Source: an optimization exercise on an open RTL-to-GDS flow (aim: small area, a short achievable clock period and few clock cycles per item). Production flows keep margins and buffers that such runs may drop.
At most, simulation tests tie the RTL to the original design; equivalence was not proved.
Only the layout flow was run in runs 1 to 3, 6 and 7; the RTL was not checked for function there.

==> design/flow/design.v <==
module xu_aes_sbox_top (
    input  wire [7:0]  a,
    output wire [17:0] m
);
  wire U0, U1, U2, U3, U4, U5, U6, U7;
  assign U0 = a[7];
  assign U1 = a[6];
  assign U2 = a[5];
  assign U3 = a[4];
  assign U4 = a[3];
  assign U5 = a[2];
  assign U6 = a[1];
  assign U7 = a[0];
  wire T1, T2, T3, T4, T5, T6, T7, T8, T9, T10, T11, T12;
  wire T13, T14, T15, T16, T17, T18, T19, T20, T21, T22, T23, T24;
  wire T25, T26, T27, M1, M2, M3, M4, M5, M6, M7, M8, M9;
  wire M10, M11, M12, M13, M14, M15, M16, M17, M18, M19, M20, M21;
  wire M22, M23, M24, M25, M26, M27, M28, M29, M30, M31, M32, M33;
  wire M34, M35, M36, M37, M38, M39, M40, M41, M42, M43, M44, M45;
  wire M46, M47, M48, M49, M50, M51, M52, M53, M54, M55, M56, M57;
  wire M58, M59, M60, M61, M62, M63;
  assign T1 = U0 ^ U3;
  assign T2 = U0 ^ U5;
  assign T3 = U0 ^ U6;
  assign T4 = U3 ^ U5;
  assign T5 = U4 ^ U6;
  assign T6 = T1 ^ T5;
  assign T7 = U1 ^ U2;
  assign T8 = U7 ^ T6;
  assign T9 = U7 ^ T7;
  assign T10 = T6 ^ T7;
  assign T11 = U1 ^ U5;
  assign T12 = U2 ^ U5;
  assign T13 = T3 ^ T4;
  assign T14 = T6 ^ T11;
  assign T15 = T5 ^ T11;
  assign T16 = T5 ^ T12;
  assign T17 = T9 ^ T16;
  assign T18 = U3 ^ U7;
  assign T19 = T7 ^ T18;
  assign T20 = T1 ^ T19;
  assign T21 = U6 ^ U7;
  assign T22 = T7 ^ T21;
  assign T23 = T2 ^ T22;
  assign T24 = T2 ^ T10;
  assign T25 = T20 ^ T17;
  assign T26 = T3 ^ T16;
  assign T27 = T1 ^ T12;
  assign M1 = T13 & T6;
  assign M2 = T23 & T8;
  assign M3 = T14 ^ M1;
  assign M4 = T19 & U7;
  assign M5 = M4 ^ M1;
  assign M6 = T3 & T16;
  assign M7 = T22 & T9;
  assign M8 = T26 ^ M6;
  assign M9 = T20 & T17;
  assign M10 = M9 ^ M6;
  assign M11 = T1 & T15;
  assign M12 = T4 & T27;
  assign M13 = M12 ^ M11;
  assign M14 = T2 & T10;
  assign M15 = M14 ^ M11;
  assign M16 = M3 ^ M2;
  assign M17 = M5 ^ T24;
  assign M18 = M8 ^ M7;
  assign M19 = M10 ^ M15;
  assign M20 = M16 ^ M13;
  assign M21 = M17 ^ M15;
  assign M22 = M18 ^ M13;
  assign M23 = M19 ^ T25;
  assign M24 = M22 ^ M23;
  assign M25 = M22 & M20;
  assign M26 = M21 ^ M25;
  assign M27 = M20 ^ M21;
  assign M28 = M23 ^ M25;
  assign M29 = M28 & M27;
  assign M30 = M26 & M24;
  assign M31 = M20 & M23;
  assign M32 = M27 & M31;
  assign M33 = M27 ^ M25;
  assign M34 = M21 & M22;
  assign M35 = M24 & M34;
  assign M36 = M24 ^ M25;
  assign M37 = M21 ^ M29;
  assign M38 = M32 ^ M33;
  assign M39 = M23 ^ M30;
  assign M40 = M35 ^ M36;
  assign M41 = M38 ^ M40;
  assign M42 = M37 ^ M39;
  assign M43 = M37 ^ M38;
  assign M44 = M39 ^ M40;
  assign M45 = M42 ^ M41;
  assign M46 = M44 & T6;
  assign M47 = M40 & T8;
  assign M48 = M39 & U7;
  assign M49 = M43 & T16;
  assign M50 = M38 & T9;
  assign M51 = M37 & T17;
  assign M52 = M42 & T15;
  assign M53 = M45 & T27;
  assign M54 = M41 & T10;
  assign M55 = M44 & T13;
  assign M56 = M40 & T23;
  assign M57 = M39 & T19;
  assign M58 = M43 & T3;
  assign M59 = M38 & T22;
  assign M60 = M37 & T20;
  assign M61 = M42 & T1;
  assign M62 = M45 & T4;
  assign M63 = M41 & T2;
  assign m[0] = M46;
  assign m[1] = M47;
  assign m[2] = M48;
  assign m[3] = M49;
  assign m[4] = M50;
  assign m[5] = M51;
  assign m[6] = M52;
  assign m[7] = M53;
  assign m[8] = M54;
  assign m[9] = M55;
  assign m[10] = M56;
  assign m[11] = M57;
  assign m[12] = M58;
  assign m[13] = M59;
  assign m[14] = M60;
  assign m[15] = M61;
  assign m[16] = M62;
  assign m[17] = M63;
endmodule
module xu_aes_sbox_bot (
    input  wire [17:0] m,
    output wire [7:0]  y
);
  wire M46, M47, M48, M49, M50, M51, M52, M53, M54, M55, M56, M57, M58, M59, M60, M61, M62, M63;
  assign M46 = m[0];
  assign M47 = m[1];
  assign M48 = m[2];
  assign M49 = m[3];
  assign M50 = m[4];
  assign M51 = m[5];
  assign M52 = m[6];
  assign M53 = m[7];
  assign M54 = m[8];
  assign M55 = m[9];
  assign M56 = m[10];
  assign M57 = m[11];
  assign M58 = m[12];
  assign M59 = m[13];
  assign M60 = m[14];
  assign M61 = m[15];
  assign M62 = m[16];
  assign M63 = m[17];
  wire L0, L1, L2, L3, L4, L5, L6, L7, L8, L9, L10, L11;
  wire L12, L13, L14, L15, L16, L17, L18, L19, L20, L21, L22, L23;
  wire L24, L25, L26, L27, L28, L29;
  assign L0 = M61 ^ M62;
  assign L1 = M50 ^ M56;
  assign L2 = M46 ^ M48;
  assign L3 = M47 ^ M55;
  assign L4 = M54 ^ M58;
  assign L5 = M49 ^ M61;
  assign L6 = M62 ^ L5;
  assign L7 = M46 ^ L3;
  assign L8 = M51 ^ M59;
  assign L9 = M52 ^ M53;
  assign L10 = M53 ^ L4;
  assign L11 = M60 ^ L2;
  assign L12 = M48 ^ M51;
  assign L13 = M50 ^ L0;
  assign L14 = M52 ^ M61;
  assign L15 = M55 ^ L1;
  assign L16 = M56 ^ L0;
  assign L17 = M57 ^ L1;
  assign L18 = M58 ^ L8;
  assign L19 = M63 ^ L4;
  assign L20 = L0 ^ L1;
  assign L21 = L1 ^ L7;
  assign L22 = L3 ^ L12;
  assign L23 = L18 ^ L2;
  assign L24 = L15 ^ L9;
  assign L25 = L6 ^ L10;
  assign L26 = L7 ^ L9;
  assign L27 = L8 ^ L10;
  assign L28 = L11 ^ L14;
  assign L29 = L11 ^ L17;
  assign y[7] = L6 ^ L24;
  assign y[6] = ~(L16 ^ L26);
  assign y[5] = ~(L19 ^ L28);
  assign y[4] = L6 ^ L21;
  assign y[3] = L20 ^ L22;
  assign y[2] = L25 ^ L29;
  assign y[1] = ~(L13 ^ L27);
  assign y[0] = ~(L6 ^ L23);
endmodule
module xu_aes_sbox (
    input  wire [7:0] a,
    output wire [7:0] y
);
  wire [17:0] m;
  xu_aes_sbox_top u_top (.a(a), .m(m));
  xu_aes_sbox_bot u_bot (.m(m), .y(y));
endmodule
module xu_aes (
    input  wire         clk,
    input  wire         rst,         
    input  wire         in_valid,
    output wire         in_ready,
    input  wire         in_key256,   
    input  wire [255:0] in_key,
    input  wire [127:0] in_block,
    output reg          out_valid,
    output wire [127:0] out_data
);
  function [7:0] xtime;
    input [7:0] b;
    xtime = {b[6:0], 1'b0} ^ (b[7] ? 8'h1b : 8'h00);
  endfunction
  localparam NC = 8;
  reg [NC-1:0] q_act;      
  reg [NC-1:0] q_k256;
  reg  [3:0]  q_rnd;       
  reg  [7:0]  q_rcon;
  reg         q_rot;       
  reg [127:0] q_state;
  reg [127:0] q_ka;        
  reg [127:0] q_kb;        
  reg         p_act;
  reg [NC-1:0] p_k256;
  reg  [3:0]  p_rnd;       
  reg [NC-1:0] p_last;     
  reg [NC-1:0] p_cont;     
  reg  [7:0]  p_rcon;
  reg         p_rot;
  reg [287:0] p_m;         
  reg  [71:0] p_km;        
  reg [127:0] p_ka;
  reg [127:0] p_kb;
  reg [127:0] r_out;       
  assign out_data = r_out;
  genvar gi;
  wire order_ok = !q_act[0] || !q_k256[0] || (q_rnd >= 4'd4);
  reg  r_ready;
  assign in_ready = r_ready;
  wire       lastq0     = q_k256[0] ? (q_rnd == 4'd13) : (q_rnd == 4'd9);
  wire       p_cont_n   = q_act[0] && !lastq0;
  wire       q_act_n    = p_cont[0] || (in_valid && order_ok);
  wire       q_k256_n   = p_cont[0] ? p_k256[0] : in_key256;
  wire [3:0] q_rnd_n    = p_cont[0] ? p_rnd : 4'd0;
  wire       order_ok_n = !q_act_n || !q_k256_n || (q_rnd_n >= 4'd4);
  always @(posedge clk) begin
    if (rst)
      r_ready <= 1'b1;
    else
      r_ready <= !p_cont_n && order_ok_n;
  end
  wire [127:0] act_w, k256_w, last_w;
  generate
    for (gi = 0; gi < 128; gi = gi + 1) begin : g_ctl
      assign act_w[gi]  = p_cont[gi / 16];
      assign k256_w[gi] = p_k256[gi / 16];
      assign last_w[gi] = p_last[gi / 16];
    end
  endgenerate
  wire [287:0] m_nxt;
  wire  [71:0] km_nxt;
  generate
    for (gi = 0; gi < 16; gi = gi + 1) begin : g_sa
      xu_aes_sbox_top u_top (.a(q_state[8*gi +: 8]), .m(m_nxt[18*gi +: 18]));
    end
    for (gi = 0; gi < 4; gi = gi + 1) begin : g_ka
      xu_aes_sbox_top u_top (.a(q_kb[96 + 8*gi +: 8]), .m(km_nxt[18*gi +: 18]));
    end
  endgenerate
  always @(posedge clk) begin
    if (rst)
      p_act <= 1'b0;
    else
      p_act <= q_act[0];
    p_k256 <= q_k256;
    p_rnd  <= q_rnd + 4'd1;
    p_last <= (q_k256 & {NC{q_rnd == 4'd13}}) | (~q_k256 & {NC{q_rnd == 4'd9}});
    if (rst)
      p_cont <= {NC{1'b0}};
    else
      p_cont <= q_act & ~((q_k256 & {NC{q_rnd == 4'd13}}) | (~q_k256 & {NC{q_rnd == 4'd9}}));
    p_rcon <= q_rcon;
    p_rot  <= q_rot;
    p_m    <= m_nxt;
    p_km   <= km_nxt;
    p_ka   <= q_ka;
    p_kb   <= q_kb;
  end
  wire [127:0] sb;
  wire  [31:0] ksub;
  generate
    for (gi = 0; gi < 16; gi = gi + 1) begin : g_sb
      xu_aes_sbox_bot u_bot (.m(p_m[18*gi +: 18]), .y(sb[8*gi +: 8]));
    end
    for (gi = 0; gi < 4; gi = gi + 1) begin : g_kb
      xu_aes_sbox_bot u_bot (.m(p_km[18*gi +: 18]), .y(ksub[8*gi +: 8]));
    end
  endgenerate
  wire [127:0] sr;
  generate
    for (gi = 0; gi < 16; gi = gi + 1) begin : g_shift
      assign sr[8*gi +: 8] = sb[8*((gi + 4*(gi % 4)) % 16) +: 8];
    end
  endgenerate
  wire [127:0] mx;
  generate
    for (gi = 0; gi < 4; gi = gi + 1) begin : g_mix
      wire [7:0] a0 = sr[32*gi +: 8];
      wire [7:0] a1 = sr[32*gi + 8 +: 8];
      wire [7:0] a2 = sr[32*gi + 16 +: 8];
      wire [7:0] a3 = sr[32*gi + 24 +: 8];
      wire [7:0] t  = a0 ^ a1 ^ a2 ^ a3;
      assign mx[32*gi +: 8]      = t ^ xtime(a0 ^ a1);
      assign mx[32*gi + 8 +: 8]  = t ^ xtime(a1 ^ a2);
      assign mx[32*gi + 16 +: 8] = t ^ xtime(a2 ^ a3);
      assign mx[32*gi + 24 +: 8] = t ^ xtime(a3 ^ a0);
    end
  endgenerate
  wire [31:0]  kw_rot  = {ksub[7:0], ksub[31:8]};
  wire [31:0]  rc      = {24'd0, p_rot ? p_rcon : 8'd0};
  wire [31:0]  k0      = p_ka[31:0] ^ rc;
  wire [31:0]  k1      = k0 ^ p_ka[63:32];
  wire [31:0]  k2      = k1 ^ p_ka[95:64];
  wire [31:0]  k3      = k2 ^ p_ka[127:96];
  wire [31:0]  kw_t    = p_rot ? kw_rot : ksub;
  wire [127:0] knext   = {k3, k2, k1, k0} ^ {4{kw_t}};
  wire [127:0] k128    = {k3, k2, k1, k0} ^ {4{kw_rot}};
  wire [127:0] rkey    = (k256_w & p_kb) | (~k256_w & k128);
  wire [127:0] round_out = sr ^ (mx & ~last_w) ^ rkey;
  wire [127:0] state_nxt = (act_w & round_out) | (~act_w & (in_block ^ in_key[127:0]));
  wire [127:0] ka_run = (k256_w & p_kb) | (~k256_w & knext);
  wire [127:0] kb_in  = {in_key256 ? in_key[255:224] : in_key[127:96], in_key[223:128]};
  integer c;
  always @(posedge clk) begin
    for (c = 0; c < NC; c = c + 1) begin
      if (rst)
        q_act[c] <= 1'b0;
      else
        q_act[c] <= p_cont[c] || (in_valid && order_ok);
      q_k256[c] <= p_cont[c] ? p_k256[c] : in_key256;
    end
    if (rst)
      out_valid <= 1'b0;
    else
      out_valid <= p_act && p_last[0];
    q_state <= state_nxt;
    r_out   <= round_out;
    q_ka    <= (act_w & ka_run) | (~act_w & in_key[127:0]);
    q_kb    <= (act_w & knext) | (~act_w & kb_in);
    if (p_cont[0]) begin
      q_rnd  <= p_rnd;
      q_rcon <= p_rot ? xtime(p_rcon) : p_rcon;
      q_rot  <= !p_k256[0] || !p_rot;
    end else begin
      q_rnd  <= 4'd0;
      q_rcon <= 8'h01;
      q_rot  <= 1'b1;
    end
  end
endmodule
==> design/flow/flow/run.sh <==
#!/bin/bash
set -euo pipefail
W=$(pwd)
SETUP_MARGIN=6.5
cat > "$W/my_synth.tcl" <<EOT
proc abc {args} {
  set i [lsearch -exact \$args -script]
  if {\$i >= 0} { set args [lreplace \$args \$i [expr {\$i + 1}] -script $W/flow/abc_nf.script] }
  puts "abc with flow/abc_nf.script: \$args"
  yosys abc {*}\$args
}
source $W/synth_recipe.tcl
EOT
bash standard.sh SYNTH_SCRIPT="$W/my_synth.tcl" \
  BUFFER_PORTS_ARGS="-buffer_cell sky130_fd_sc_hd__buf_1" \
  SETUP_SLACK_MARGIN="$SETUP_MARGIN" finish > "$W/standard.log" 2>&1
==> design/flow/flow/abc_nf.script <==
strash
&get -n
&fraig -x
&put
scorr
dc2
dretime
strash
&get -n
&dch -f
&nf -R 20
&put
buffer -c
topo
stime -c
upsize -c
dnsize -c
==> design/flow/standard.sh <==
#!/bin/bash
# synth_recipe.tcl (not shown) runs the flow's synth.tcl, then flattens the netlist and writes it again
# the make line also repeats each setting of config.mk as NAME=value (left out here)
make -C /OpenROAD-flow-scripts/flow DESIGN_CONFIG=/design/flow/config.mk WORK_HOME=/design/flow/orfs CLKGATE_MAP_FILE= SYNTH_SCRIPT=/design/flow/synth_recipe.tcl "${@:-finish}"
==> design/flow/config.mk <==
export PLATFORM = sky130hd
export DESIGN_NAME = xu_aes
export DESIGN_NICKNAME = xu_aes
export VERILOG_FILES = /design/flow/design.v
export SDC_FILE = /design/flow/constraint.sdc
export NUM_CORES = 4
export LEC_CHECK = 0
export ABC_CLOCK_PERIOD_IN_PS = 5000
export CAP_MARGIN = 20
export CORE_MARGIN = 2
export CORE_UTILIZATION = 50
export PLACE_DENSITY = 0.6
export SETUP_SLACK_MARGIN = 5
export SLEW_MARGIN = 20
==> design/flow/constraint.sdc <==
create_clock -name core_clock -period 10.0 [get_ports {clk}]
set_input_delay 2.0000 -clock core_clock [delete_from_list [all_inputs] [get_ports {clk}]]
set_output_delay 2.0000 -clock core_clock [all_outputs]
set_load 0.01 [all_outputs]
==> flow_summary.json, run 1 <==
{
  "postSynthAreaPerCell_um2": 9.472,
  "dp.cells": 8400,
  "gp_congestion": 0.9864,
  "status": "no timing/DRC/antenna violations",
  "die_area_um2": 123400,
  "yosysWarnings": 1,
  "synth-seq-cells": 1197,
  "drc": 0,
  "fp.dieW_um": 351.3,
  "worst-r2r-setup-slack_ns": 6.53,
  "finalSetupViolations": 0,
  "rsz0062_at_grt": "true",
  "initial_core_util": 0.5033,
  "met1_length_mm": 87.77,
  "vias_per_cell": 5.173,
  "cts-root-buf": "clkbuf_16",
  "path_class": "flip-flop to flip-flop",
  "dr.pass1.iters": 5,
  "nNetsFinal": 7380,
  "antenna_left": 0,
  "drtIter0Drc": 3679,
  "pin_count": 518,
  "synth_compound_area_frac": 0.09697,
  "synth_top_area_cell": "dfxtp_1",
  "synth.distinct_cells": 52,
  "gr-total-overflow": 0,
  "start_kind": "flip-flop",
  "synthToLayoutAreaGrowth_pct": 17.62,
  "grt_max_degree": 80,
  "clockBufferDepth": 3,
  "synth_ff_type": "dfxtp_1",
  "finalCritPeriodShare": 0.3475,
  "netlist_instances": 6367,
  "finalNonFillerCells": 8672,
  "synth_nets": 6797,
  "max_cap_viol_count": 0,
  "end_kind": "flip-flop",
  "max_slew_margin": 0.1987,
  "numCtsBuffers": 132,
  "drive_gt1_frac": 0.1079,
  "synth_xor_area_frac": 0.3837,
  "fmax_mhz": 287.8,
  "synth_top_family_by_area": "XOR/XNOR gates",
  "clock_sinks": 1197,
  "arrival_ns": 4.16,
  "synthSimpleGateAreaFrac": 0.09177,
  "synth_seq_area_share": 0.3974,
  "grt_usage": 0.3177,
  "cts_max_level": 4,
  "top_layer": "met5",
  "wl_mm": 202.0,
  "setup_tns_ns": 0,
  "layout_min_cycle_time_ns": 3.475,
  "wire_per_inst_um": 23.29,
  "final_common_cell": "xnor2_1",
  "min_path_type": "flip-flop to flip-flop",
  "yosys-top-cells-area": "dfxtp_1 40%, xnor2_1 23%, xor2_1 11%",
  "antenna_found_initial": 9,
  "die_h_um": 351.3,
  "finalHoldViolations": 0,
  "synth_top_area_frac": 0.3974,
  "postCtsHoldBufs": 0,
  "synth-edff-count": 0,
  "port_buffers": 517,
  "async_reset_ff_frac": 0,
  "row_count": 127,
  "grt_pass1_vias": 43400,
  "most-common-layout-cells": "1410 x xnor2_1, 1155 x dfxtp_1, 694 x xor2_1, 659 x nor2_1, 517 x buf_1",
  "cts_tree": "done",
  "coreArea_um2": 119800,
  "route.met2.wl_mm": 91.16,
  "worst_slew_pin_slew_ns": 1.168,
  "synth_area_um2": 60310,
  "synth_fa_ha_area_frac": 0.008714,
  "grt_pass1_wl_mm": 283.7,
  "yosys-mux-area-fraction": 0.005021,
  "routed-wl-met3_mm": 12.91,
  "vias": 44860,
  "hpwlAfterDp_mm": 163.1,
  "insertion_delay_ns": 0.75,
  "crit_path_max_fanout": 26,
  "finalMaxSlewViolations": 0,
  "skew_ns": 0.02475,
  "crit_required_ns": 10.68,
  "clk_pin_slew_ns": 0.06
}
final timing paths:
path | startpoint | end | cells past startpoint
min | q_ka[114] | p_ka[114] | 0
max reg2reg | p_rot | q_state[100] | 11
min reg2reg | q_ka[114] | p_ka[114] | 0
max | p_rot | q_state[100] | 11
sequential cells by signal, indices dropped and copies added, names as in the netlist, 4 cells and up:
register	count
p_cont	8
p_k256	8
p_ka	128
p_kb	128
p_km	72
p_last	8
p_m	288
p_rcon	8
p_rnd	4
q_act	8
q_k256	8
q_ka	128
q_kb	128
q_rcon	8
q_rnd	4
q_state	128
r_out	128
kinds of logic (layout without fill, tap and decap cells):
| group | after synthesis | after routing |
|---|---|---|
| AND/OR/NAND/NOR | 1349 | 1349 |
| XOR/XNOR | 2472 | 2472 |
| buffers and inverters | 261 | 950 |
| AO/OA/AOI/OAI | 1017 | 1017 |
| multiplexers | 29 | 29 |
| flip-flops | 1197 | 1197 |
| adder cells (fa/ha/maj) | 42 | 42 |
| other | 0 | 4 |
Yosys cell counts (all sizes together) (2+ instances only):
library cell,instances
nor3,7
or2,12
dfxtp,1197
o22ai,23
a21oi,244
o21bai,5
clkbuf,143
a31oi,6
a21boi,5
nand2,497
o211ai,80
xor2,802
nor2,662
nor3b,8
o221ai,24
o32ai,2
a22o,8
mux2,7
nor2b,63
nand3,11
o211a,11
and3,8
and2,59
xnor2,1667
buf,29
nand2b,21
o31ai,3
ha,42
mux2i,22
o21a,107
xnor3,3
inv,89
o21ai,490
a21o,7
metal layers:
metal	GRT usage	vias to the layer above
met5	0	-
met4	0.1496	4
met3	0.04881	376
met2	0.5063	1551
met1	0.4218	21390
li1	-	21540
metrics by stage:
| stage | setup WS, ns | utilization | instance area (µm²) | hold slack (ns) |
|---|---|---|---|---|
| after floorplan | 6.843 | - | 60310 | 0.3096 |
| after global placement | 5.791 | 0.5365 | 64280 | 0.3095 |
| after detailed placement | 5.853 | 0.5366 | 64290 | 0.3120 |
| after CTS | 6.456 | 0.5777 | 69210 | 0.3195 |
| after global routing | 6.422 | 0.5920 | 70930 | 0.3245 |
| final | 6.525 | 0.5920 | 70930 | 0.3122 |
final cells by class:
| cell class | count | area, µm² |
|---|---|---|
| inverter | 89 | 334.1 |
| clock inverter | 56 | 660.6 |
| clock buffer | 184 | 3866 |
| timing repair buffer | 621 | 2729 |
| fill | 10590 | 48880 |
| sequential | 1197 | 24030 |
| multi-input combinational | 4909 | 37290 |
| tap | 1612 | 2017 |
| antenna | 4 | 10.01 |
critical path, stage by stage, from the launching register on:
cell	delay, ns
dfxtp_4	0.57
nand2_1	0.14
xor2_1	0.43
xor2_2	0.36
xor2_1	0.43
xor2_1	0.28
xor2_1	0.11
o21ai_0	0.31
xor2_1	0.13
xnor2_1	0.43
nand2_1	0.11
o21ai_1	0.09
repair_timing:
action                     in CTS  in global routing
setup buffers                   1                 27
pin swaps                       0                 17
setup endpoints to repair      99                245
gates resized for setup        59                212
==> inputs of run 2 (changes only) <==
--- a/design/flow/flow/run.sh
+++ b/design/flow/flow/run.sh
@@ -3,3 +3,3 @@
 W=$(pwd)
-SETUP_MARGIN=6.5
+SETUP_MARGIN=7.2
 cat > "$W/my_synth.tcl" <<EOT
--- a/design/flow/flow/abc_nf.script
+++ b/design/flow/flow/abc_nf.script
@@ -10,3 +10,3 @@
 &dch -f
-&nf -R 20
+&nf -R 10
 &put
==> flow_summary.json, run 2 <==
{
  "wire_per_inst_um": 25.39,
  "crit_path_max_fanout": 1,
  "fmax_mhz": 302.1,
  "finalHoldViolations": 0,
  "antenna_left": 0,
  "end_kind": "output port",
  "crit_start": "r_out[82]",
  "grt_max_degree": 100,
  "postSynthAreaPerCell_um2": 9.479,
  "insertion_delay_ns": 0.79,
  "numCtsBuffers": 132,
  "final_common_cell": "buf_4",
  "synth_top_area_frac": 0.3980,
  "rsz0062_at_grt": "true",
  "arrival_ns": 1.31,
  "fp.dieW_um": 351.0,
  "finalCritPeriodShare": 0.3311,
  "yosysWarnings": 1,
  "synth-edff-count": 0,
  "cts_max_level": 4,
  "setup_tns_ns": 0,
  "synth_nets": 6782,
  "fin_util": 0.7837,
  "yosysMostFrequentCell": "xnor2_1",
  "cts-root-buf": "clkbuf_16",
  "cp_cell_sequence": "buf_6",
  "die_h_um": 351.0,
  "cp-endpoint": "out_data[82]",
  "r2r_start": "q_state[92]",
  "clock_sinks": 1197,
  "hold_ws_ns": 0.3097,
  "clockBufferDepth": 3,
  "yosys-top-cells-count": "1556 x xnor2_1, 1197 x dfxtp_1, 765 x xor2_1",
  "antenna_found_initial": 10,
  "dr.pass1.iters": 6,
  "die_area_um2": 123200,
  "crit_path_top_delay_cell": "dfxtp_4",
  "gp_congestion": 0.9770,
  "row_count": 127,
  "worst_slew_pin_slew_ns": 1.104,
  "drtIter0Drc": 4623,
  "status": "no timing/DRC/antenna violations",
  "coreArea_um2": 119700,
  "fillCellCount": 7242,
  "synth_ff_type": "dfxtp_1",
  "max_slew_margin": 0.2641,
  "grt_pass1_vias": 47740,
  "most-common-layout-cells": "903 x buf_4, 898 x xnor2_1, 875 x dfxtp_1, 520 x nor2_1, 518 x xnor2_2",
  "postCtsHoldBufs": 0,
  "skew_ns": 0.03535,
  "cp_slowest_stage_delay_ns": 0.41,
  "placed_area_um2": 65120,
  "multi_input_area_um2": 49840,
  "clk_pin_slew_ns": 0.06,
  "finalSetupViolations": 0,
  "port_buffers": 517,
  "nNetsFinal": 8367,
  "wl_mm": 245.1,
  "async_reset_ff_frac": 0,
  "finalMaxSlewViolations": 0,
  "synth-seq-cells": 1197,
  "start_kind": "flip-flop",
  "cts_tree": "done",
  "path_delay_family": "flip-flops",
  "worstRegToRegCells": 12,
  "top_register": "p_m",
  "timing.rr.end": "p_m[214]",
  "vias": 52380,
  "crit_required_ns": 8.00,
  "synth_top_area_cell": "dfxtp_1",
  "grt_usage": 0.3487,
  "min_path_type": "flip-flop to flip-flop",
  "drc": 0,
  "hpwlAfterDp_mm": 162.6,
  "worst-r2r-setup-slack_ns": 6.69,
  "seq_area_um2": 24780,
  "pin_count": 518,
  "synth_area_um2": 60210,
  "synthToLayoutAreaGrowth_pct": 55.74,
  "crit_cells": 1,
  "design_area_um2": 93770,
  "yosys-top-cells-area": "dfxtp_1 40%, xnor2_1 23%, xor2_1 11%",
  "largest_reg_flops": 288,
  "synth.distinct_cells": 63,
  "max_cap_viol_count": 0,
  "drive_gt1_frac": 0.4351,
  "grt_pass1_wl_mm": 311.5,
  "initial_core_util": 0.5032,
  "netlist_instances": 6352,
  "gr-total-overflow": 0,
  "layout_min_cycle_time_ns": 3.311,
  "vias_per_cell": 5.426,
  "synth_seq_area_share": 0.3980,
  "path_buf_inv": 1,
  "path_class": "flip-flop to output port"
}
run 2: per-layer routing:
metal / up-vias / wire length [µm] / track usage
li1: 23380 / - / -
met1: 25690 / 94510 / 0.4542
met2: 2509 / 114300 / 0.5632
met3: 788 / 16750 / 0.04230
met4: 10 / 19490 / 0.1937
met5: - / 62 / 0
run 2: area by class of cell:
cell class,count,share of cell area
antenna,4,0.0001067
clock buffer,187,0.04143
clock inverter,48,0.006551
inverter,94,0.003763
multi-input combinational,4891,0.5315
sequential,1197,0.2643
tap,1612,0.02151
timing repair buffer,1621,0.1309
run 2: worst min path at each step:
stage / slack (ns) / depth (start not counted) / end / from
6_report: 0.31 / 0 / p_ka[106] / q_ka[106]
2_1_floorplan: 0.31 / 0 / p_ka[0] / q_ka[0]
3_3_place_gp: 0.31 / 0 / p_kb[87] / q_kb[87]
3_5_place_dp: 0.31 / 0 / p_ka[119] / q_ka[119]
4_1_cts: 0.31 / 0 / p_ka[106] / q_ka[106]
5_1_grt: 0.32 / 0 / p_ka[106] / q_ka[106]
run 2: through the flow:
step,cells,setup WS (ns)
after floorplan,6352,6.987
after global placement,8390,5.761
after detailed placement,8390,5.736
after CTS,9189,6.687
after global routing,9650,6.632
final,9654,6.689
run 2: kinds of logic (layout without fill, tap and decap cells):
logic type	after synthesis	in the layout	synth area share
AO/OA/AOI/OAI	1033	1033	0.1003
AND/OR/NAND/NOR	1319	1319	0.08964
flip-flops	1197	1197	0.3980
adder cells (fa/ha/maj)	42	42	0.008727
XOR/XNOR	2460	2461	0.3804
multiplexers	36	36	0.006338
other	0	4	0
buffers and inverters	265	1950	0.01662
run 2: what timing repair did:
action | 4_1_cts | 5_1_grt
setup endpoints to repair | 870 | 675
setup buffers | 561 | 461
cloned | 3 | 0
resized for setup | 1608 | 1368
pin swaps | 493 | 762
hold endpoints to repair | 0 | 0
==> inputs of run 3 (changes only) <==
--- a/design/flow/flow/run.sh
+++ b/design/flow/flow/run.sh
@@ -3,3 +3,3 @@
 W=$(pwd)
-SETUP_MARGIN=7.2
+SETUP_MARGIN=6.5
 cat > "$W/my_synth.tcl" <<EOT
--- a/design/flow/config.mk
+++ b/design/flow/config.mk
@@ -11,2 +11,4 @@
 export CORE_UTILIZATION = 50
+export CTS_BUF_LIST = sky130_fd_sc_hd__clkbuf_8
+export CTS_CLUSTER_SIZE = 20
 export PLACE_DENSITY = 0.6
==> flow_summary.json, run 3 <==
{
  "status": "no timing/DRC/antenna violations",
  "async_reset_ff_frac": 0,
  "cts-root-buf": "clkbuf_8",
  "synthToLayoutAreaGrowth_pct": 18.62,
  "yosys-top-cells-count": "1556 x xnor2_1, 1197 x dfxtp_1, 765 x xor2_1",
  "drc": 0,
  "clockBufferDepth": 3,
  "wire_per_inst_um": 23.18,
  "cts_tree": "done",
  "pin_count": 518,
  "layout_min_cycle_time_ns": 3.457,
  "synthSimpleGateAreaFrac": 0.08964,
  "nNetsFinal": 7460,
  "coreArea_um2": 119700,
  "gp_congestion": 1.002,
  "die_h_um": 351.0,
  "row_count": 127,
  "postCtsHoldBufs": 0,
  "grt_pass1_vias": 43480,
  "max_slew_margin": 0.1968,
  "finalMaxSlewViolations": 0,
  "cts_max_level": 4,
  "finalSetupViolations": 0,
  "synth_compound_area_frac": 0.1003,
  "clock_sinks": 1197,
  "largest_reg_flops": 288,
  "antenna_left": 0,
  "clk_pin_slew_ns": 0.06,
  "start_kind": "flip-flop",
  "grt_usage": 0.3201,
  "port_buffers": 517,
  "postSynthAreaPerCell_um2": 9.479,
  "yosysWarnings": 1,
  "grt_pass1_wl_mm": 285.6,
  "wl_mm": 204.0,
  "synth_fa_ha_area_frac": 0.008727,
  "insertion_delay_ns": 0.94,
  "netlist_instances": 6352,
  "yosys-mux-area-fraction": 0.006338,
  "hpwlAfterDp_mm": 162.2,
  "min_path_type": "flip-flop to flip-flop",
  "most-common-layout-cells": "1390 x xnor2_1, 1101 x dfxtp_1, 705 x xor2_1, 651 x nor2_1, 486 x nand2_1",
  "vias": 45320,
  "rsz0062_at_grt": "true",
  "fp.dieW_um": 351.0,
  "die_area_um2": 123200,
  "crit_path_max_fanout": 6,
  "gr-total-overflow": 0,
  "synth_xor_area_frac": 0.3804,
  "top_register": "p_m",
  "setup_tns_ns": 0,
  "antenna_found_initial": 6,
  "fmax_mhz": 289.3,
  "synth_nets": 6782,
  "synth_ff_type": "dfxtp_1",
  "synth-seq-cells": 1197,
  "synth_top_family_by_area": "XOR/XNOR gates",
  "final_common_cell": "xnor2_1",
  "vias_per_cell": 5.148,
  "synth_top_area_frac": 0.3980,
  "worst_slew_pin_slew_ns": 1.196,
  "path_class": "flip-flop to flip-flop",
  "drtIter0Drc": 3623,
  "numCtsBuffers": 198,
  "yosysMostFrequentCell": "xnor2_1",
  "hold_ws_ns": 0.2937,
  "arrival_ns": 4.23,
  "finalCritPeriodShare": 0.3457,
  "synth_area_um2": 60210,
  "synth_seq_area_share": 0.3980,
  "end_kind": "flip-flop",
  "crit_required_ns": 10.78,
  "grt_max_degree": 100,
  "initial_core_util": 0.5032,
  "max_cap_viol_count": 0,
  "drive_gt1_frac": 0.1401,
  "yosys-top-cells-area": "dfxtp_1 40%, xnor2_1 23%, xor2_1 11%",
  "synth_top_area_cell": "dfxtp_1",
  "synth.distinct_cells": 63,
  "skew_ns": 0.06245,
  "dr.pass1.iters": 8,
  "synth-edff-count": 0,
  "finalHoldViolations": 0
}
run 3: changes by cell type in the layout (fill, tap and decap cells not counted), moves of 137 or more:
cell      change
buf_4       -774
xnor2_1     +492
xnor2_2     -303
xor2_1      +285
clkbuf_8    +230
dfxtp_1     +226
buf_6       -213
xnor2_4     -190
o21ai_0     +157
xor2_4      -148
dfxtp_4     -137
xor2_2      -137
run 3: cells by family (layout without fill, tap and decap cells):
| group | after synthesis | in the layout |
|---|---|---|
| flip-flops | 1197 | 1197 |
| AND/OR/NAND/NOR | 1319 | 1319 |
| adder cells (fa/ha/maj) | 42 | 42 |
| XOR/XNOR | 2460 | 2460 |
| multiplexers | 36 | 36 |
| other | 0 | 1 |
| buffers and inverters | 265 | 1102 |
| AO/OA/AOI/OAI | 1033 | 1033 |
run 3: worst paths after layout:
path / startpoint / endpoint / slack, ns / cells after the start
setup reg to reg: p_km[33] / q_ka[2] / 6.54 / 10
hold / removal: q_kb[36] / p_kb[36] / 0.29 / 0
hold reg to reg: q_kb[36] / p_kb[36] / 0.29 / 0
setup / recovery: p_km[33] / q_ka[2] / 6.54 / 10
run 3: metal layers:
metal,vias up,part of all wire,GRT usage
met4,2,0.045,0.1447
met1,21620,0.44,0.4296
met2,1565,0.46,0.5110
met3,343,0.061,0.04505
li1,21790,-,-
met5,-,0.000064,0
run 3: repair_timing:
action | in CTS | in global routing
gates resized for setup | 272 | 220
setup buffers | 4 | 54
endpoints found under the setup margin | 235 | 255
pin swaps | 4 | 36
run 3: metrics by stage:
step / util / instances / cell area, µm² / setup WS (ns)
after floorplan: - / 6352 / 60210 / 6.790
after global placement: 0.5362 / 8384 / 64160 / 5.950
after detailed placement: 0.5362 / 8384 / 64160 / 5.863
after CTS: 0.5809 / 8747 / 69510 / 6.413
after global routing: 0.5969 / 8802 / 71430 / 6.397
final: 0.5969 / 8802 / 71430 / 6.543
run 3: area by class of cell:
type                    instances  area (µm²)
diodes                          1       2.502
clock buffers                 259        3565
clock inverters               100       754.5
fillers                     10700       48230
inverters                      94       352.8
multi-input cells            4890       37300
flip-flops and latches       1197       24160
well taps                    1612        2017
repair buffers                649        3276
run 3: critical path, cell delays in order, from the launching register on:
cell and delay (ns):
dfxtp_1 0.36, xor2_1 0.46, xnor2_1 0.25, xor2_1 0.21, xnor2_1 0.14, buf_4 0.20
mux2i_1 0.70, xnor2_1 0.34, nand2_1 0.19, nand2_1 0.07, a21oi_1 0.40
==> inputs of run 4 (changes only) <==
--- a/design/flow/design.v
+++ b/design/flow/design.v
@@ -218,3 +218,3 @@
   endfunction
-  localparam NC = 8;
+  localparam NC = 1;
   reg [NC-1:0] q_act;      
@@ -259,5 +259,5 @@
     for (gi = 0; gi < 128; gi = gi + 1) begin : g_ctl
-      assign act_w[gi]  = p_cont[gi / 16];
-      assign k256_w[gi] = p_k256[gi / 16];
-      assign last_w[gi] = p_last[gi / 16];
+      assign act_w[gi]  = p_cont[gi * NC / 128];
+      assign k256_w[gi] = p_k256[gi * NC / 128];
+      assign last_w[gi] = p_last[gi * NC / 128];
     end
--- a/design/flow/config.mk
+++ b/design/flow/config.mk
@@ -11,4 +11,2 @@
 export CORE_UTILIZATION = 50
-export CTS_BUF_LIST = sky130_fd_sc_hd__clkbuf_8
-export CTS_CLUSTER_SIZE = 20
 export PLACE_DENSITY = 0.6
==> flow_summary.json, run 4 <==
{
  "status": "no timing/DRC/antenna violations",
  "min_path_type": "flip-flop to flip-flop",
  "grt_usage": 0.3233,
  "setup_tns_ns": 0,
  "dr.pass1.iters": 8,
  "cts_max_level": 3,
  "hpwlAfterDp_mm": 162.1,
  "path_delay_family": "XOR/XNOR gates",
  "yosys-top-cells-area": "dfxtp_1 39%, xnor2_1 22%, xor2_1 12%",
  "synth_top_family_by_area": "XOR/XNOR gates",
  "start_kind": "flip-flop",
  "yosysMostFrequentCell": "xnor2_1",
  "most-common-layout-cells": "1357 x xnor2_1, 1125 x dfxtp_1, 730 x xor2_1, 682 x nor2_1, 615 x nand2_1",
  "cp_cell_sequence": "xor2_1, xnor2_1, xor2_1, xnor2_1, xnor2_1, xnor2_1, xnor2_1, nor2_1, xnor2_1, nand2_1, o21ai_1",
  "port_buffers": 517,
  "synth_xor_area_frac": 0.3873,
  "gr-total-overflow": 0,
  "antenna_found_initial": 7,
  "row_count": 126,
  "top_register": "p_m",
  "gp_congestion": 0.9778,
  "synth_top_area_cell": "dfxtp_1",
  "max_slew_margin": 0.1060,
  "routed-wl-met3_mm": 12.94,
  "clock_sinks": 1162,
  "fp.dieW_um": 348.2,
  "wire_per_inst_um": 23.55,
  "route.met2.wl_mm": 93.36,
  "synth.distinct_cells": 62,
  "cts_tree": "done",
  "drtIter0Drc": 3848,
  "nNetsFinal": 7385,
  "die_area_um2": 121200,
  "coreArea_um2": 117800,
  "vias": 44490,
  "finalSetupViolations": 0,
  "clk_pin_slew_ns": 0.06,
  "setup_slack_ns": 6.475,
  "rsz0062_at_grt": "true",
  "async_reset_ff_frac": 0,
  "synth_compound_area_frac": 0.08801,
  "max_cap_viol_count": 0,
  "cp_slowest_stage_delay_ns": 0.70,
  "grt_pass1_vias": 42780,
  "dp_slack_ns": 5.778,
  "cts-root-buf": "clkbuf_16",
  "final_common_cell": "xnor2_1",
  "n_antenna_cell": 0,
  "synth-seq-cells": 1162,
  "netlist_instances": 6357,
  "pin_count": 518,
  "yosys-top-cells-count": "1520 x xnor2_1, 1162 x dfxtp_1, 794 x xor2_1",
  "yosysWarnings": 1,
  "layout_min_cycle_time_ns": 3.525,
  "finalMaxSlewViolations": 0,
  "finalHoldViolations": 0,
  "fmax_mhz": 283.7,
  "grt_pass1_wl_mm": 286.2,
  "initial_core_util": 0.5029,
  "timing.critical_path.mode_cell": "xnor2_1",
  "crit_required_ns": 10.61,
  "wl_mm": 202.5,
  "synth_fa_ha_area_frac": 0.008873,
  "synth_top_area_frac": 0.3928,
  "clockBufferDepth": 3,
  "fin_util": 0.5955,
  "synthSimpleGateAreaFrac": 0.1018,
  "synthToLayoutAreaGrowth_pct": 18.40,
  "synth_area_um2": 59230,
  "finalCritPeriodShare": 0.3525,
  "die_h_um": 348.2,
  "crit_path_max_fanout": 3,
  "drc": 0,
  "end_kind": "flip-flop",
  "worst_slew_pin_slew_ns": 1.331,
  "path_buf_inv": 0,
  "numCtsBuffers": 121,
  "met1_length_mm": 87.44,
  "synth_seq_area_share": 0.3928,
  "drive_gt1_frac": 0.1107,
  "grt_max_degree": 193,
  "largest_reg_flops": 288,
  "yosys-mux-area-fraction": 0.005957,
  "postSynthAreaPerCell_um2": 9.317,
  "vias_per_cell": 5.174,
  "synth_ff_type": "dfxtp_1",
  "path_class": "flip-flop to flip-flop",
  "insertion_delay_ns": 0.74,
  "skew_ns": 0.03007,
  "crit_path_top_delay_cell": "xnor2_1",
  "synth-edff-count": 0,
  "antenna_left": 0,
  "top_layer": "met5",
  "arrival_ns": 4.13,
  "fillCellCount": 10430,
  "synth_nets": 6787
}
-- run 4: cell types whose count changed after synthesis, moves of 30 or more --
cell / delta
nor2_1: +30
nand2_1: +130
o211ai_1: -79
xnor2_1: -36
clkbuf_1: -31
dfxtp_1: -35
-- run 4: area by class of cell --
type                    instances  area, µm²  share of cell area
repair buffers                634       2910             0.04150
clock inverters                68      814.5             0.01162
multi-input cells            4955      37340              0.5324
clock buffers                 163       3510             0.05005
flip-flops and latches       1162      23330              0.3327
inverters                      81      304.0            0.004336
well taps                    1536       1922             0.02741
-- run 4: kinds of logic (layout without fill, tap and decap cells) --
| family | Yosys count | after routing |
|---|---|---|
| adder cells (fa/ha/maj) | 42 | 42 |
| buffers and inverters | 240 | 946 |
| multiplexers | 33 | 33 |
| AO/OA/AOI/OAI | 935 | 935 |
| XOR/XNOR | 2461 | 2461 |
| flip-flops | 1162 | 1162 |
| AND/OR/NAND/NOR | 1484 | 1484 |
-- run 4: timing repair --
action / 4_1_cts / 5_1_grt
buffers inserted: 11 / 49
resized for setup: 89 / 240
setup endpoints to repair: 175 / 274
pin swaps: 8 / 27
hold buffers: 0 / 0
-- run 4: final timing paths --
path              depth (start not counted)           to  slack (ns)      from
setup / recovery                         11  q_state[20]        6.47  p_m[189]
hold / removal                            0     p_ka[44]        0.32  q_ka[44]
setup reg to reg                         11  q_state[20]        6.47  p_m[189]
hold reg to reg                           0     p_ka[44]        0.32  q_ka[44]
-- run 4: through the flow --
stage / cell area [µm²] / cells / hold WS, ns
5_1_grt: 70130 / 8599 / 0.3164
3_5_place_dp: 63090 / 8308 / 0.3120
3_3_place_gp: 63040 / 8307 / 0.3096
2_1_floorplan: 59230 / 6357 / 0.3096
6_report: 70130 / 8599 / 0.3175
4_1_cts: 68100 / 8550 / 0.3094
-- run 4: per-layer routing --
layer,vias up,track usage
met5,-,0
met3,307,0.04615
met2,1550,0.5246
met4,2,0.1253
li1,21360,-
met1,21270,0.4349
-- run 4: worst register-to-register path: stages, from the launching register on --
cell,delay [ns]
dfxtp_1,0.37
xor2_1,0.27
xnor2_1,0.22
xor2_1,0.14
xnor2_1,0.70
xnor2_1,0.30
xnor2_1,0.23
xnor2_1,0.45
nor2_1,0.10
xnor2_1,0.34
nand2_1,0.09
o21ai_1,0.22
Testbench counts of run 4, summed over its fixed seeds: cycles 24,800, blocks 2,048.
==> inputs of run 5 (changes only) <==
--- a/design/flow/config.mk
+++ b/design/flow/config.mk
@@ -10,4 +10,4 @@
 export CORE_MARGIN = 2
-export CORE_UTILIZATION = 50
-export PLACE_DENSITY = 0.6
+export CORE_UTILIZATION = 55
+export PLACE_DENSITY = 0.65
 export SETUP_SLACK_MARGIN = 5
==> flow_summary.json, run 5 <==
{
  "drc": 0,
  "yosys-top-cells-area": "dfxtp_1 39%, xnor2_1 22%, xor2_1 12%",
  "crit_path_max_fanout": 4,
  "die_h_um": 332.2,
  "path_class": "flip-flop to flip-flop",
  "layout_min_cycle_time_ns": 3.543,
  "synth_seq_area_share": 0.3928,
  "design_area_um2": 69780,
  "yosys-top-cells-count": "1520 x xnor2_1, 1162 x dfxtp_1, 794 x xor2_1",
  "gp_congestion": 1.004,
  "setup_slack_ns": 6.457,
  "netlist_instances": 6357,
  "fillCellCount": 8924,
  "end_kind": "flip-flop",
  "synth_top_area_frac": 0.3928,
  "cts-root-buf": "clkbuf_16",
  "fmax_mhz": 282.3,
  "max_cap_viol_count": 0,
  "yosysMostFrequentCell": "xnor2_1",
  "synth-seq-cells": 1162,
  "dp_slack_ns": 5.872,
  "synth-edff-count": 0,
  "worst_slew_pin_slew_ns": 1.206,
  "initial_core_util": 0.5540,
  "grt_pass1_wl_mm": 283.7,
  "grt_usage": 0.3515,
  "cts_tree": "done",
  "die_area_um2": 110300,
  "arrival_ns": 4.17,
  "insertion_delay_ns": 0.72,
  "finalHoldViolations": 0,
  "finalSetupViolations": 0,
  "final_common_cell": "xnor2_1",
  "clockBufferDepth": 3,
  "postSynthAreaPerCell_um2": 9.317,
  "most-common-layout-cells": "1336 x xnor2_1, 1124 x dfxtp_1, 736 x xor2_1, 681 x nor2_1, 615 x nand2_1",
  "finalNonFillerCells": 8451,
  "drive_gt1_frac": 0.1079,
  "grt_max_degree": 195,
  "gr-total-overflow": 0,
  "dp.cells": 8171,
  "numCtsBuffers": 119,
  "row_count": 120,
  "largest_reg_flops": 288,
  "vias": 44820,
  "wl_mm": 202.0,
  "cts_max_level": 3,
  "crit_required_ns": 10.63,
  "wire_per_inst_um": 23.90,
  "synth_ff_type": "dfxtp_1",
  "clock_sinks": 1162,
  "skew_ns": 0.03146,
  "yosysWarnings": 1,
  "top_register": "p_m",
  "finalCritPeriodShare": 0.3543,
  "antenna_found_initial": 14,
  "setup_tns_ns": 0,
  "min_path_type": "flip-flop to flip-flop",
  "vias_per_cell": 5.304,
  "synth_area_um2": 59230,
  "placed_area_um2": 62920,
  "coreArea_um2": 106900,
  "synth_nets": 6787,
  "multi_input_area_um2": 37440,
  "synthToLayoutAreaGrowth_pct": 17.82,
  "drtIter0Drc": 4108,
  "dr.pass1.iters": 6,
  "seq_area_um2": 23330,
  "port_buffers": 517,
  "start_kind": "flip-flop",
  "rsz0062_at_grt": "true",
  "nNetsFinal": 7373,
  "antenna_left": 0,
  "fp.dieW_um": 332.2,
  "async_reset_ff_frac": 0,
  "status": "no timing/DRC/antenna violations",
  "hpwlAfterDp_mm": 160.2,
  "synth_top_area_cell": "dfxtp_1",
  "clk_pin_slew_ns": 0.06,
  "synth.distinct_cells": 62,
  "max_slew_margin": 0.1923,
  "finalMaxSlewViolations": 0,
  "grt_pass1_vias": 42640,
  "pin_count": 518,
  "fin_util": 0.6528
}
[run 5: cell counts after synthesis]
No cell type changed its count.
[run 5: metal layers]
| metal | vias to the layer above | GRT usage | part of all wire |
|---|---|---|---|
| met2 | 1727 | 0.5657 | 0.46 |
| li1 | 21360 | - | - |
| met3 | 366 | 0.06708 | 0.076 |
| met4 | 4 | 0.1524 | 0.050 |
| met5 | - | 0 | 0.00015 |
| met1 | 21370 | 0.4602 | 0.42 |
[run 5: worst paths after layout]
| check | to | slack, ns | from | cells after the start |
|---|---|---|---|---|
| min | p_ka[52] | 0.31 | q_ka[52] | 0 |
| max reg2reg | q_state[125] | 6.46 | p_m[108] | 11 |
| max | q_state[125] | 6.46 | p_m[108] | 11 |
| min reg2reg | p_ka[52] | 0.31 | q_ka[52] | 0 |
[run 5: what timing repair did]
item,CTS,global route
gates cloned,1,0
setup buffers,7,46
hold buffers,0,0
pin swaps,6,36
gates resized for setup,95,246
setup endpoints to repair,179,270
[run 5: logic make-up (layout without fill, tap and decap cells)]
| group | after synthesis | count (layout) | synth area share |
|---|---|---|---|
| buffers and inverters | 240 | 925 | 0.01536 |
| adders and majority gates | 42 | 42 | 0.008872 |
| xor gates and xnor gates | 2461 | 2461 | 0.3873 |
| AOI/OAI and AO/OA | 935 | 935 | 0.08801 |
| other | 0 | 6 | 0 |
| muxes | 33 | 33 | 0.005957 |
| and+or+nand+nor | 1484 | 1484 | 0.1018 |
| DFF | 1162 | 1162 | 0.3928 |
[run 5: layout make-up]
type | count | area share
antenna | 6 | 0.0002152
timing repair buffer | 624 | 0.04077
multi-input combinational | 4955 | 0.5365
sequential | 1162 | 0.3343
clock buffer | 174 | 0.04983
clock inverter | 46 | 0.008929
tap | 1403 | 0.02516
inverter | 81 | 0.004357
[run 5: per-stage QoR]
stage / hold WS [ns]
after detailed placement: 0.3121
after global placement: 0.3098
after CTS: 0.3213
final: 0.3145
after global routing: 0.3273
after floorplan: 0.3096
[run 5: worst max-delay path, stage by stage, from the launching register on]
cell	delay (ns)
dfxtp_1	0.40
xor2_1	0.27
xnor2_1	0.25
xnor2_1	0.17
xnor2_2	0.60
xnor2_1	0.30
xnor2_1	0.52
xnor2_1	0.18
nor2_1	0.07
xnor2_1	0.42
nand2_1	0.16
o21ai_0	0.11
==> inputs of run 6 (changes only) <==
--- a/design/flow/design.v
+++ b/design/flow/design.v
@@ -335,3 +335,2 @@
   wire [127:0] state_nxt = (act_w & round_out) | (~act_w & (in_block ^ in_key[127:0]));
-  wire [127:0] ka_run = (k256_w & p_kb) | (~k256_w & knext);
   wire [127:0] kb_in  = {in_key256 ? in_key[255:224] : in_key[127:96], in_key[223:128]};
@@ -352,3 +351,3 @@
     r_out   <= round_out;
-    q_ka    <= (act_w & ka_run) | (~act_w & in_key[127:0]);
+    q_ka    <= (act_w & rkey) | (~act_w & in_key[127:0]);
     q_kb    <= (act_w & knext) | (~act_w & kb_in);
--- a/design/flow/config.mk
+++ b/design/flow/config.mk
@@ -10,4 +10,4 @@
 export CORE_MARGIN = 2
-export CORE_UTILIZATION = 55
-export PLACE_DENSITY = 0.65
+export CORE_UTILIZATION = 50
+export PLACE_DENSITY = 0.6
 export SETUP_SLACK_MARGIN = 5
==> flow_summary.json, run 6 <==
{
  "status": "no timing/DRC/antenna violations",
  "busiest_layer": "met2",
  "cts-root-buf": "clkbuf_16",
  "async_reset_ff_frac": 0,
  "cp_slowest_stage_delay_ns": 0.90,
  "synth_seq_area_share": 0.3952,
  "vias_per_cell": 5.133,
  "fmax_mhz": 283.2,
  "crit_required_ns": 10.57,
  "largest_reg_flops": 288,
  "grt_use_met2": 0.5038,
  "rsz0062_at_grt": "true",
  "synthToLayoutAreaGrowth_pct": 18.16,
  "top_register": "p_m",
  "wire_per_inst_um": 23.55,
  "dr.pass1.iters": 6,
  "worst_slew_pin_slew_ns": 1.238,
  "grt_use_met1": 0.4391,
  "drtIter0Drc": 3659,
  "wl_mm": 198.6,
  "synth-edff-count": 0,
  "synth_area_um2": 58860,
  "min_path_type": "flip-flop to flip-flop",
  "synth.distinct_cells": 64,
  "finalCritPeriodShare": 0.3531,
  "synth_ff_type": "dfxtp_1",
  "yosysMostFrequentCell": "xnor2_1",
  "gp_congestion": 0.9742,
  "finalSetupViolations": 0,
  "pin_count": 518,
  "timing.critical_path.mode_cell": "xor2_1",
  "antenna_found_initial": 7,
  "antenna_left": 0,
  "numCtsBuffers": 121,
  "end_kind": "flip-flop",
  "grt_pass1_wl_mm": 279.3,
  "start_kind": "flip-flop",
  "cts_max_level": 3,
  "crit_path_max_fanout": 4,
  "insertion_delay_ns": 0.74,
  "finalHoldViolations": 0,
  "clockBufferDepth": 3,
  "max_cap_viol_count": 0,
  "hpwlAfterDp_mm": 160.3,
  "clk_pin_slew_ns": 0.06,
  "skew_ns": 0.02964,
  "cp_cell_sequence": "xnor2_1, xor2_1, xor2_1, mux2i_1, xor2_1, xnor2_2, nand2_1, o21ai_0",
  "coreArea_um2": 116500,
  "cts_tree": "done",
  "yosys-top-cells-area": "dfxtp_1 40%, xnor2_1 22%, xor2_1 11%",
  "row_count": 125,
  "most-common-layout-cells": "1331 x xnor2_1, 1120 x dfxtp_1, 865 x nor2_1, 692 x xor2_1, 517 x buf_1",
  "yosys-top-cells-count": "1502 x xnor2_1, 1162 x dfxtp_1, 865 x nor2_1",
  "setup_tns_ns": 0,
  "path_class": "flip-flop to flip-flop",
  "die_h_um": 347.1,
  "drive_gt1_frac": 0.1196,
  "yosysWarnings": 1,
  "synth_top_area_cell": "dfxtp_1",
  "finalMaxSlewViolations": 0,
  "drc": 0,
  "gr-total-overflow": 0,
  "nNetsFinal": 7229,
  "postCtsHoldBufs": 0,
  "final_common_cell": "xnor2_1",
  "crit_path_top_delay_cell": "xnor2_1",
  "clock_sinks": 1162,
  "initial_core_util": 0.5051,
  "fin_util": 0.5969,
  "synth_top_area_frac": 0.3952,
  "layout_min_cycle_time_ns": 3.531,
  "grt_usage": 0.3174,
  "path_delay_family": "XOR/XNOR gates",
  "vias": 43270,
  "max_slew_margin": 0.1748,
  "port_buffers": 517,
  "postSynthAreaPerCell_um2": 9.495,
  "grt_max_degree": 177,
  "die_area_um2": 120500,
  "met3_usage": 0.03680,
  "synth_nets": 6629,
  "fp.dieW_um": 347.1,
  "grt_pass1_vias": 41940,
  "netlist_instances": 6199,
  "synth-seq-cells": 1162,
  "arrival_ns": 4.10,
  "path_buf_inv": 0
}
[run 6: cell count changes after synthesis, sizes merged, moves of 28 or more]
| cell | change |
|---|---|
| nand2 | -281 |
| nor2 | +184 |
| o21ai | -171 |
| a21oi | +127 |
| o21a | -100 |
| xor2 | -68 |
| mux2i | +50 |
| mux2 | +40 |
| inv | +28 |
[run 6: kinds of logic after synthesis]
group | count (synthesis) | synth area share
compound gates | 840 | 0.07938
xor+xnor | 2402 | 0.3822
simple gates | 1378 | 0.09577
fa+ha+maj | 42 | 0.008928
buf+inv | 252 | 0.01622
flops | 1162 | 0.3952
mux | 123 | 0.02228
[run 6: what timing repair did]
item                                   CTS  global route
setup endpoints to repair              155           246
resized for setup                       96           227
buffers inserted                         9            38
gates cloned                             0             1
endpoints found under the hold margin    0             0
pin swaps                                7            35
[run 6: stage by stage]
| stage | area, µm² | setup WS (ns) | cells | hold WS (ns) |
|---|---|---|---|---|
| after floorplan | 58860 | 6.623 | 6199 | 0.3096 |
| after global placement | 62700 | 6.071 | 8151 | 0.3097 |
| after detailed placement | 62720 | 5.969 | 8152 | 0.3121 |
| after CTS | 67760 | 6.471 | 8389 | 0.3138 |
| after global routing | 69550 | 6.405 | 8431 | 0.3229 |
| final | 69550 | 6.469 | 8431 | 0.3183 |
[run 6: final cells by class]
cell class / count / area (µm²)
Fill cell: 10210 / 46970
Sequential cell: 1162 / 23330
Antenna cell: 3 / 7.507
Tap cell: 1524 / 1907
Clock inverter: 73 / 967.2
Timing Repair Buffer: 622 / 2800
Clock buffer: 155 / 3357
Multi-Input combinational cell: 4785 / 36780
Inverter: 107 / 401.6
[run 6: worst reg2reg max path: cells and delay by family (launching register included)]
family / cells / cell delay [ns]
flops: 1 / 0.37
compound gates: 1 / 0.23
xor+xnor: 5 / 2.03
simple gates: 1 / 0.08
mux: 1 / 0.66
[run 6: final timing paths]
path	from	end	slack (ns)	cells after the start
worst min register to register	q_ka[71]	p_ka[71]	0.32	0
worst min-delay path	q_ka[71]	p_ka[71]	0.32	0
worst max-delay path	p_ka[20]	q_state[84]	6.47	8
worst max register to register	p_ka[20]	q_state[84]	6.47	8
[run 6: routing by layer]
metal  part of all wire  wire (µm)  vias to the layer above
met5            0.00016         32                        -
met4              0.043       8607                        4
met3              0.063      12600                      289
met2               0.45      89490                     1513
met1               0.44      87830                    20550
li1                   -          -                    20920
==> inputs of run 7 (changes only) <==
--- a/design/flow/flow/run.sh
+++ b/design/flow/flow/run.sh
@@ -3,3 +3,3 @@
 W=$(pwd)
-SETUP_MARGIN=6.5
+SETUP_MARGIN=6.8
 cat > "$W/my_synth.tcl" <<EOT
==> flow_summary.json, run 7 <==
{
  "status": "no timing/DRC/antenna violations",
  "grt_max_degree": 131,
  "clk_pin_slew_ns": 0.06,
  "drc": 0,
  "pin_count": 518,
  "finalSetupViolations": 0,
  "max_slew_margin": 0.1839,
  "crit_required_ns": 8.00,
  "synth_area_um2": 58860,
  "initial_core_util": 0.5051,
  "wire_per_inst_um": 24.16,
  "busiest_layer": "met2",
  "row_count": 125,
  "synth.distinct_cells": 64,
  "synth-seq-cells": 1162,
  "met3_usage": 0.04200,
  "top_register": "p_m",
  "async_reset_ff_frac": 0,
  "arrival_ns": 1.32,
  "grt_use_met2": 0.5316,
  "synthToLayoutAreaGrowth_pct": 29.15,
  "most-common-layout-cells": "1175 x xnor2_1, 957 x dfxtp_1, 859 x nor2_1, 616 x xor2_1, 387 x buf_1",
  "drive_gt1_frac": 0.2342,
  "dp.cells": 8164,
  "gr-total-overflow": 0,
  "max_cap_viol_count": 0,
  "synth_ff_type": "dfxtp_1",
  "finalNonFillerCells": 8699,
  "cts_max_level": 4,
  "coreArea_um2": 116500,
  "hold_ws_ns": 0.3059,
  "synth_seq_area_share": 0.3952,
  "path_delay_family": "flip-flops",
  "layout_min_cycle_time_ns": 3.323,
  "yosys-top-cells-count": "1502 x xnor2_1, 1162 x dfxtp_1, 865 x nor2_1",
  "synth-edff-count": 0,
  "grt_usage": 0.3310,
  "die_area_um2": 120500,
  "antenna_left": 0,
  "drtIter0Drc": 3978,
  "finalHoldViolations": 0,
  "rsz0062_at_grt": "true",
  "cp_slowest_stage_delay_ns": 0.44,
  "hpwlAfterDp_mm": 163.0,
  "finalCritPeriodShare": 0.3323,
  "crit_path_max_fanout": 1,
  "synth_top_area_cell": "dfxtp_1",
  "cts-root-buf": "clkbuf_16",
  "synth_nets": 6629,
  "postCtsHoldBufs": 0,
  "fin_util": 0.6524,
  "vias_per_cell": 5.215,
  "nNetsFinal": 7504,
  "placed_area_um2": 62950,
  "die_h_um": 347.1,
  "r2r_start": "q_state[95]",
  "fmax_mhz": 300.9,
  "insertion_delay_ns": 0.76,
  "worst_slew_pin_slew_ns": 1.216,
  "grt_pass1_vias": 43320,
  "design_area_um2": 76020,
  "finalMaxSlewViolations": 0,
  "yosysWarnings": 1,
  "min_path_type": "flip-flop to flip-flop",
  "skew_ns": 0.03114,
  "largest_reg_flops": 288,
  "fp.dieW_um": 347.1,
  "end_kind": "output port",
  "crit_start": "r_out[120]",
  "synth_top_area_frac": 0.3952,
  "numCtsBuffers": 131,
  "cts_tree": "done",
  "clockBufferDepth": 3,
  "netlist_instances": 6199,
  "gp_congestion": 1.010,
  "yosysMostFrequentCell": "xnor2_1",
  "antenna_found_initial": 5,
  "wl_mm": 210.2,
  "final_common_cell": "xnor2_1",
  "vias": 45370,
  "hp-start": "q_kb[91]",
  "start_kind": "flip-flop",
  "clock_sinks": 1162,
  "postSynthAreaPerCell_um2": 9.495,
  "setup_tns_ns": 0,
  "dr.pass1.iters": 6,
  "grt_use_met1": 0.4453,
  "port_buffers": 517,
  "crit_path_top_delay_cell": "dfxtp_4",
  "path_buf_inv": 1,
  "grt_pass1_wl_mm": 289.8,
  "path_class": "flip-flop to output port",
  "yosys-top-cells-area": "dfxtp_1 40%, xnor2_1 22%, xor2_1 11%",
  "cp_cell_sequence": "buf_6"
}
[run 7: worst paths after layout]
check	slack (ns)	to	depth (start not counted)
worst min-delay path	0.31	p_kb[91]	0
worst max register to register	6.80	p_m[214]	11
worst min register to register	0.31	p_kb[91]	0
worst max-delay path	6.68	out_data[120]	1
[run 7: cells by family after synthesis]
kind of cell / synth area share
AO/OA/AOI/OAI: 0.07938
XOR/XNOR: 0.3822
adder cells (fa/ha/maj): 0.008928
buffers and inverters: 0.01622
flip-flops: 0.3952
multiplexers: 0.02228
AND/OR/NAND/NOR: 0.09577
[run 7: metrics by stage]
stage          worst slack, ns
2_1_floorplan            6.801
3_3_place_gp             6.013
3_5_place_dp             6.044
4_1_cts                  6.672
5_1_grt                  6.621
6_report                 6.677
[run 7: metal layers]
layer	part of all wire	routed length (µm)
met5	0	0
met4	0.047	9981
met3	0.061	12720
met2	0.46	97710
met1	0.43	89800
[run 7: timing repair]
item | in CTS | in global routing
resized for setup | 671 | 503
gates cloned | 0 | 2
buffers inserted | 81 | 218
endpoints found under the setup margin | 594 | 412
pin swaps | 81 | 180
[run 7: cell type report]
cell class                      count  area [µm²]
Multi-Input combinational cell   4786       40140
Clock buffer                      183        3740
Antenna cell                        1       2.502
Sequential cell                  1162       23600
Timing Repair Buffer              886        5670
Tap cell                         1524        1907
Inverter                          107       401.6
Fill cell                        9483       40500
Clock inverter                     50       548.0

-- re-timing with driven ports --
In the flow no input, the clock included, has a driving cell. The finished layouts below were timed again as built, in two steps.
Step 1 sets driving cells, clkbuf_16 on the clock port and buf_2 on the other inputs (assumed; they add their load-dependent delay and slew).
Step 2 times the ports against the registers' clock, not the clock port: input delays grow and output delays shrink by t, the midpoint of the rising clock arrivals with the driver on.
Slacks: ideal / step 1 / step 2; pairs: ideal / step 1.
| run | shift t [ns] | setup slack, ns | slew at the worst register clock pin (ns) |
|---|---|---|---|
| run 1 | 0.817 | 6.525 / 6.450 / 6.337 | 0.07 / 0.07 |
| run 2 | 0.853 | 6.689 / 6.607 / 6.510 | 0.07 / 0.07 |
| run 3 | 0.990 | 6.543 / 6.475 / 6.317 | 0.07 / 0.07 |
| run 4 | 0.802 | 6.475 / 6.475 / 5.863 | 0.07 / 0.07 |
| run 5 | 0.785 | 6.457 / 6.457 / 6.240 | 0.07 / 0.07 |
| run 6 | 0.805 | 6.469 / 6.469 / 6.297 | 0.07 / 0.07 |
| run 7 | 0.824 | 6.677 / 6.598 / 6.327 | 0.07 / 0.07 |
After both steps setup and hold are still met in every run listed. The setup slack of run 4, which loses most, moves by 0.000 ns with the drivers and by -0.612 ns with both steps.
